Background: an optimization exercise with open tools, aiming at small area, a short achievable clock period and few clock cycles per item. Do not read the settings as production practice. Function was checked by simulation only, so behaviour that the tests miss may differ from the original. Power and IR drop assume default switching activity.

==> pepper <==
## meas_stream
module meas_stream (
  input  wire        clk,
  input  wire        rst_n,
  input  wire        in_valid,
  output wire        in_ready,
  input  wire        in_cfg,
  input  wire [31:0] in_word,
  input  wire [3:0]  cfg_rank_win,
  input  wire [3:0]  cfg_rank,
  input  wire [2:0]  cfg_resp,
  input  wire [23:0] cfg_offset,
  input  wire [31:0] cfg_gain,
  output reg         out_valid,
  output reg  [31:0] out_value,
  output reg         out_sat,
  output reg         err_valid,
  output reg         err_fault
);
Settings: LEC_CHECK=0, CAP_MARGIN=20, CORE_MARGIN=2, CORE_UTILIZATION=40, CTS_CLUSTER_DIAMETER=70, CTS_CLUSTER_SIZE=22, SLEW_MARGIN=20, SYNTH_MEMORY_MAX_BITS=65536; clock period 15.0 ns.
standard.sh (not shown) runs the stock make flow with config.mk's settings and CLKGATE_MAP_FILE= SYNTH_SCRIPT=/design/flow/synth_recipe.tcl, a recipe that flattens the netlist after the stock synthesis.
==> flow/flow/run.sh <==
#!/bin/bash
# Standard ORFS layout (the standard.sh: standard synthesis, floorplan,
# placement, CTS, routing, finish) with two repair settings changed:
#  - the timing repair steps aim for a setup slack well above the 15 ns
#    constraint, so that they work on the design's real critical paths
#    (the clock period and the SDC are unchanged);
#  - gate sizing may pick any drive strength, not only cells of the same
#    footprint.
# The tools' output goes to make_finish.log in this folder (ORFS also keeps
# its per-step logs under orfs/logs).
set -euo pipefail
MARGIN=${MARGIN:-10.5}
bash standard.sh SETUP_SLACK_MARGIN=$MARGIN MATCH_CELL_FOOTPRINT=0 finish > make_finish.log 2>&1
==> inputs of fjord, as changes to pepper <==
CTS_CLUSTER_DIAMETER = not set   (was 70)
CTS_CLUSTER_SIZE = not set   (was 22)
==> run notes <==
----------------------------------------------------
[Status]
  Result of the run ... timing/DRC/antenna clean

[Global routing]
  Global routing met2 resource utilization ... between 30 and 40%

[Detailed routing]
  Via count ... 121k

[Worst hold path]
  Origin of the worst min-delay path ... o2

[Clock network]
  Clk slew on worst S/H paths ... around 0.090 ns

----------------------------------------------------
# the run above: pepper

==> run notes <==
----------------------------------------------------
[Status]
  Result of the run ... timing/DRC/antenna clean

[Global routing]
  Global routing met2 resource utilization ... 39.8%

[STA]
  Final count of hold timing violations ... 0

[Detailed routing]
  Via count ... 122k

[Clock network]
  Clk slew on worst S/H paths ... around 0.070 ns

[Worst hold path]
  Origin of the worst min-delay path ... sm5

----------------------------------------------------
# the run above: fjord

Testbench counts of pepper, summed over its fixed seeds: cycles 29,088, items 28,800.
Testbench counts of fjord, summed over its fixed seeds: cycles 29,088, items 28,800.


==> run a <==
Another version of the RTL of meas_stream (not shown whole).
clock: 15.0 ns
lec_check: 0
cap_margin: 20
core_margin: 2
core_utilization: 40
cts_cluster_diameter: 80
cts_cluster_size: 24
slew_margin: 20
synth_memory_max_bits: 65536
==> flow/flow/run.sh <==
#!/bin/bash
# Standard ORFS layout (the standard.sh: standard synthesis, floorplan,
# placement, CTS, routing, finish) with two repair settings changed:
#  - the timing repair steps aim for a setup slack well above the 15 ns
#    constraint, so that they work on the design's real critical paths
#    (the clock period and the SDC are unchanged);
#  - gate sizing may pick any drive strength, not only cells of the same
#    footprint.
# The tools' output goes to make_finish.log in this folder (ORFS also keeps
# its per-step logs under orfs/logs).
set -euo pipefail
MARGIN=${MARGIN:-10.75}
bash standard.sh SETUP_SLACK_MARGIN=$MARGIN MATCH_CELL_FOOTPRINT=0 finish > make_finish.log 2>&1
==> inputs of run b, as changes to run a <==
- CTS_CLUSTER_DIAMETER: 80 -> 70
- CTS_CLUSTER_SIZE: 24 -> 22
- PLACE_DENSITY: default -> 0.7
==> qor summary <==
| quantity | run b | run a |
|---|---|---|
| Cell count after placement | 19,800 | 19,700 |
| Data arrival time at the worst-slack endpoint | 1.35 ns | 1.36 ns |
| Sequential group share of total power | 0.365 | 0.374 |
| PostCTS Resize Cnt | 195 | 191 |
| Overall power of the completed layout | 28.7 mW | 28.2 mW |
| Actual transition at the worst max-transition pin | 1.24 ns | 1.20 ns |
| Clock network contribution to total cell area | 0.0316 | 0.0303 |
| Global routing met1 resource utilization | 0.331 | 0.352 |
| Critical path endpoint | out_value[31] | out_value[27] |
| Number of ordinary and repair buffers in the finished layout | 448 | 431 |
| Fill cells | 39,500 | 40,200 |
| Via density | 6.13 | 5.99 |
| Status | complete, no violations | complete, no violations |
| Static leakage power | 68.9 nW | 68.7 nW |
| WL/cell | 29.0 um | 29.7 um |
Testbench counts of run a, summed over its fixed seeds: cycles 29,088, items 28,800.
Testbench counts of run b, summed over its fixed seeds: cycles 29,088, items 28,800.

==> what the ideal ports hide <==
The results above use ideal ports. As a check the final layouts listed here were re-extracted and re-timed, cells and wires unchanged. Step 1 (the two cells are an assumption about what drives the block):
set clk [get_ports {clk}]
set_driving_cell -lib_cell sky130_fd_sc_hd__clkbuf_16 $clk
set_driving_cell -lib_cell sky130_fd_sc_hd__buf_2 [delete_from_list [all_inputs] $clk]
Step 2 moves the port delays by t, midway between the first and last clock arrival at a register: inputs arrive t later, outputs are due t later. That takes back most of the time a late clock gives input paths. a / b / c = no drivers / after step 1 / after step 2; a / b = the first two.
run | shift t [ns] | setup slack, ns | worst setup path at the end | worst slew at a driven data input, ns
pepper | 1.066 | 10.332 / 10.332 / 9.968 | input to register | 0.08
fjord | 1.068 | 10.377 / 10.377 / 9.966 | input to register | 0.08
run a | 1.054 | 10.635 / 10.519 / 10.283 | input to register | 0.12
run b | 1.046 | 10.653 / 10.539 / 10.198 | input to register | 0.12
After both steps setup and hold are still met in every run listed. For run b, which loses most, drivers alone change the setup slack by -0.114 ns; drivers and shift together by -0.455 ns.
